Background: an optimization exercise with open tools, aiming at small area. Do not read the settings as production practice.
The RTL was checked by simulation tests, not by an equivalence proof against the original design.
Power is estimated from default activity; no workload was simulated.

==> run a <==
// cbs_window_quad
module cbs_window_quad (
    input  wire        clk,
    input  wire        rst,
    input  wire        trig,
    input  wire [15:0] cfg_len,
    input  wire        cfg_sinc3,
    input  wire [3:0]  bits,
    input  wire [63:0] cal_ofs,
    input  wire [79:0] cal_gain,
    input  wire [3:0]  cal_valid,
    input  wire [3:0]  offset_bin,
    output wire        ready,
    output reg         done,
    output wire [63:0] code,
    output wire [3:0]  clamp,
    output wire [3:0]  cal_inv,
    output wire [15:0] len_out
);
export LEC_CHECK = 0
export CAP_MARGIN = 20
export CORE_MARGIN = 2
export CORE_UTILIZATION = 70
export CTS_BUF_LIST = sky130_fd_sc_hd__clkbuf_8 sky130_fd_sc_hd__clkbuf_16
export CTS_CLUSTER_DIAMETER = 70
export CTS_CLUSTER_SIZE = 32
export PLACE_DENSITY = 0.75
export SLEW_MARGIN = 20
create_clock -name core_clock -period 15.0 [get_ports {clk}]
standard.sh (not shown) runs the stock make flow with config.mk's settings and CLKGATE_MAP_FILE= SYNTH_SCRIPT=/design/flow/synth_recipe.tcl, a recipe that flattens the netlist after the stock synthesis.
==> flow/flow/run.sh <==
#!/bin/bash
# Custom flow: the standard flow with two changes that do not touch the
# design, its registers or its constraints:
#  - synthesis maps the logic with the ABC script in abc_map.script
#    (an area-recovering &nf mapping) instead of ORFS's abc_speed.script;
#  - port buffers use the smallest buffer cell.
# Everything else (scripts, settings, power grid, taps) is ORFS's own.
set -euo pipefail
HERE=$(pwd)
rm -rf "$HERE/scripts_mod"
cp -r "$FLOW_HOME/scripts" "$HERE/scripts_mod"
cp "$HERE/flow/abc_map.script" "$HERE/scripts_mod/abc_speed.script"
bash standard.sh SCRIPTS_DIR="$HERE/scripts_mod" \
    BUFFER_PORTS_ARGS="-buffer_cell sky130_fd_sc_hd__buf_1" finish > standard.log 2>&1
==> flow/flow/abc_map.script <==
strash
&get -n
&fraig -x
&put
scorr
dc2
dretime
strash
&get -n
&dch -f
&nf {D}
&put
buffer -c
topo
stime -c
upsize -c
dnsize -c
==> run b (differences from run a) <==
--- a/flow/design.v
+++ b/flow/design.v
@@ -59,68 +59,76 @@
     input  wire [63:0] cal_ofs,
     input  wire [79:0] cal_gain,
     input  wire [3:0]  cal_valid,
     input  wire [3:0]  offset_bin,
     output wire        ready,
     output reg         done,
     output wire [63:0] code,
     output wire [3:0]  clamp,
-    output wire [3:0]  cal_inv,
+    output reg  [3:0]  cal_inv,
     output wire [15:0] len_out
 );
     reg        open;
     reg        sinc3;
-    reg [15:0] lreg;       
-    reg [15:0] cnt;        
+    reg [15:0] mreg;       
+    reg [1:0]  r3;         
+    reg [15:0] pc;         
     reg [1:0]  phase;
     reg [28:0] wgt;        
     reg [15:0] bv;         
     reg [15:0] len_cap;
     wire start = trig && !open && !rst;
     assign ready = !open;
-    wire        csmall = (cnt[15:4] == 12'd0);
-    wire        hit    = csmall && (sinc3 ? ((phase == 2'd0) ? (cnt[3:0] >= 4'd6 && cnt[3:0] <= 4'd8)
-                                                             : (cnt[3:0] >= 4'd3 && cnt[3:0] <= 4'd5))
-                                          : (cnt[3:0] == 4'd2));
-    wire        last   = open && hit && (!sinc3 || phase == 2'd2);
-    wire [15:0] cdec   = cnt + (sinc3 ? 16'hfffd : 16'hffff);
+    wire [15:0] pc_inc   = pc + 16'd1;
+    wire        divstep  = sinc3 && (phase == 2'd0) && (pc[15:5] == 11'd0) &&
+                           !(pc[4] && (pc[3:0] != 4'd0));
+    wire        hit      = (pc_inc == mreg) && !divstep;
+    wire        last     = open && hit && (!sinc3 || phase == 2'd2);
+    wire [2:0]  r3x      = {r3, mreg[15]};
+    wire        r3ge     = (r3x >= 3'd3);
+    wire [1:0]  r3n      = r3ge ? (r3x[1:0] - 2'd3) : r3x[1:0];
     wire [15:0] wlo;
     wire        wco;
     cbs_rca #(16) wadd (.a(wgt[15:0]), .b(bv), .ci(1'b0), .s(wlo), .co(wco));
     wire [12:0] whi = wgt[28:16] + {13{bv[15]}} + {12'd0, wco};
-    wire [1:0]  r3  = cnt[1:0] + 2'd1;     
-    wire [15:0] span = lreg - {14'd0, sinc3 ? r3 : 2'd0};
+    wire [15:0] m3;
+    cbs_rca #(16) madd (.a(mreg), .b({mreg[14:0], 1'b0}), .ci(1'b0), .s(m3), .co());
     always @(posedge clk) begin
         if (rst)
             open <= 1'b0;
         else if (start)
             open <= 1'b1;
         else if (last)
             open <= 1'b0;
         if (start) begin
             sinc3 <= cfg_sinc3;
-            lreg  <= cfg_len;
-            cnt   <= cfg_len;
+            mreg  <= cfg_len;
+            r3    <= 2'd0;
+            pc    <= 16'd1;
             phase <= 2'd0;
             wgt   <= cfg_sinc3 ? 29'd0 : 29'd1;
             bv    <= cfg_sinc3 ? 16'd1 : 16'd0;
         end else begin
+            if (divstep) begin
+                mreg <= {mreg[14:0], r3ge};
+                r3   <= r3n;
+            end
             if (hit && sinc3 && phase != 2'd2) begin
-                cnt   <= lreg;
+                pc    <= 16'd0;
                 phase <= phase + 2'd1;
             end else begin
-                cnt <= cdec;
+                pc <= pc_inc;
             end
             wgt <= {whi, wlo};
             if (sinc3)
                 bv <= bv + ((phase == 2'd1) ? 16'hfffe : 16'd1);
         end
         if (last)
-            len_cap <= span;
+            len_cap <= sinc3 ? m3 : mreg;
     end
     reg [3:0] bits_r;
     reg       first_r, last_r, last_rr, last_r3;
     always @(posedge clk) begin
         bits_r  <= bits;
         first_r <= start;
         if (rst) begin
             last_r  <= 1'b0;
@@ -170,17 +178,17 @@
         end else begin : g_pc
             wire [17:0] pbase = (hold && first_r) ? 18'd0 : pfx[ch];
             wire [13:0] padd  = (on && hold) ? wgt[13:0] : 14'd0;
             wire [13:0] plo;
             wire        pco;
             cbs_rca #(14) p (.a(pbase[13:0]), .b(padd), .ci(1'b0), .s(plo), .co(pco));
             wire [3:0]  phi = pbase[17:14] + {3'd0, pco};
             always @(posedge clk)
-                pfx[ch] <= cwr[ch] ? {~cal_valid[ch-1], nclamp, ncode} : {phi, plo};
+                pfx[ch] <= cwr[ch] ? {1'b0, nclamp, ncode} : {phi, plo};
         end
     end endgenerate
     reg        pp_on, pre;
     reg [4:0]  s;
     reg [2:0]  gch;
     wire [43:0] dcap = acc[4];
     wire gu_load  = pp_on && !pre && (s == 5'd0);
     wire gu_step  = pp_on && !pre && (s != 5'd0) && (s != 5'd21);
@@ -314,16 +322,19 @@
     wire [18:0] kh   = K[37:19];
     wire        low0 = (K[17:0] == 18'd0);
     wire        inc  = K[37] ? (K[18] && (!gz || !low0)) : K[18];
     wire [18:0] nv   = kh + {18'd0, inc};
     wire        sat  = (nv[18:15] != 4'b0000) && (nv[18:15] != 4'b1111);
     wire [15:0] nc   = sat ? (nv[18] ? 16'h8000 : 16'h7fff) : nv[15:0];
     assign ncode  = nc ^ {obsel, 15'd0};
     assign nclamp = sat;
+    always @(posedge clk)
+        if (fin)
+            cal_inv <= ~cal_valid;
     wire [1:0] gn1 = gch[1:0] + 2'd1;
     always @(posedge clk) begin
         if (rst) begin
             fz <= 5'd0;
         end else if (last_r) begin
             fz <= 5'b11111;
         end else begin
             fz <= fz & ~rel;
@@ -335,11 +346,10 @@
         rel[4] <= pp_on && !pre && s == 5'd20 && gch == 3'd3;
         cwr[1] <= pp_on && !pre && s == 5'd21 && gch == 3'd0;
         cwr[2] <= pp_on && !pre && s == 5'd21 && gch == 3'd1;
         cwr[3] <= pp_on && !pre && s == 5'd21 && gch == 3'd2;
         cwr[4] <= pp_on && !pre && s == 5'd21 && gch == 3'd3;
     end
     assign code    = {pfx[4][15:0], pfx[3][15:0], pfx[2][15:0], pfx[1][15:0]};
     assign clamp   = {pfx[4][16], pfx[3][16], pfx[2][16], pfx[1][16]};
-    assign cal_inv = {pfx[4][17], pfx[3][17], pfx[2][17], pfx[1][17]};
     assign len_out = len_cap;
 endmodule
==> flow/flow/run.sh (replaced) <==
#!/bin/bash
# Custom flow: the standard flow, with the port buffers made of the
# smallest buffer cell instead of the resizer's default choice.
set -euo pipefail
bash standard.sh BUFFER_PORTS_ARGS="-buffer_cell sky130_fd_sc_hd__buf_1" finish > standard.log 2>&1
- CTS_BUF_LIST: sky130_fd_sc_hd__clkbuf_8 sky130_fd_sc_hd__clkbuf_16 -> sky130_fd_sc_hd__clkbuf_16
- CTS_CLUSTER_DIAMETER: 70 -> 60
- CTS_CLUSTER_SIZE: 32 -> 36
removed: flow/flow/abc_map.script
==> qor summary <==
Worst IR Drop VDD: run b 0.232 mV; run a 0.276 mV
Final worst-path cycle share: run b 0.851; run a 0.948
Area Overhead vs Synth: run b 6.92%; run a 7.72%
GPL Wtd Cong: run b 0.953; run a 0.954
Fraction of the mapped netlist area in compound gates: run b 0.0861; run a 0.116
Reg2Reg Depth: run b 35; run a 45
PnR Total Power: run b 10.6 mW; run a 9.59 mW
Worst flop-to-flop path endpoint: run b du_r[2]; run a gr[10]
Reg2Reg Setup Slack: run b 2.23 ns; run a 0.77 ns
Cell depth of the worst hold path: run b 0; run a 2
Die height: run b 254 um; run a 246 um
Total instance count after detailed placement: run b 5330; run a 5082
Final Core Density: run b 0.757; run a 0.765
Synth cell types: run b 79; run a 72
Switching power summed over all nets: run b 4.87 mW; run a 4.29 mW
Result of the run: run b complete, no violations; run a complete, no violations
Clock power frac: run b 0.136; run a 0.137
Filler cell count in the final layout: run b 4448; run a 4156
Final min period: run b 12.77 ns; run a 14.23 ns

-- static timing again, ports no longer ideal --
The flow's constraints put no driver on any port. The routed layouts listed below were extracted and timed again, unchanged, in two steps.
Step 1, drivers: a clkbuf_16 drives clk and a buf_2 each remaining input, both assumed.
Step 2 times the ports against the registers' clock, not the clock port: input delays grow and output delays shrink by t, the midpoint of the rising clock arrivals with the driver on.
Slacks: ideal ports / drivers / drivers and shift; pairs: ideal ports / drivers.
| run | shift t [ns] | setup WS [ns] | worst slew at a driven data input, ns |
|---|---|---|---|
| run a | 0.665 | 0.775 / 0.775 / 0.775 | 0.05 |
| run b | 0.686 | 2.231 / 2.231 / 2.231 | 0.16 |
After both steps every run listed still meets setup and hold.
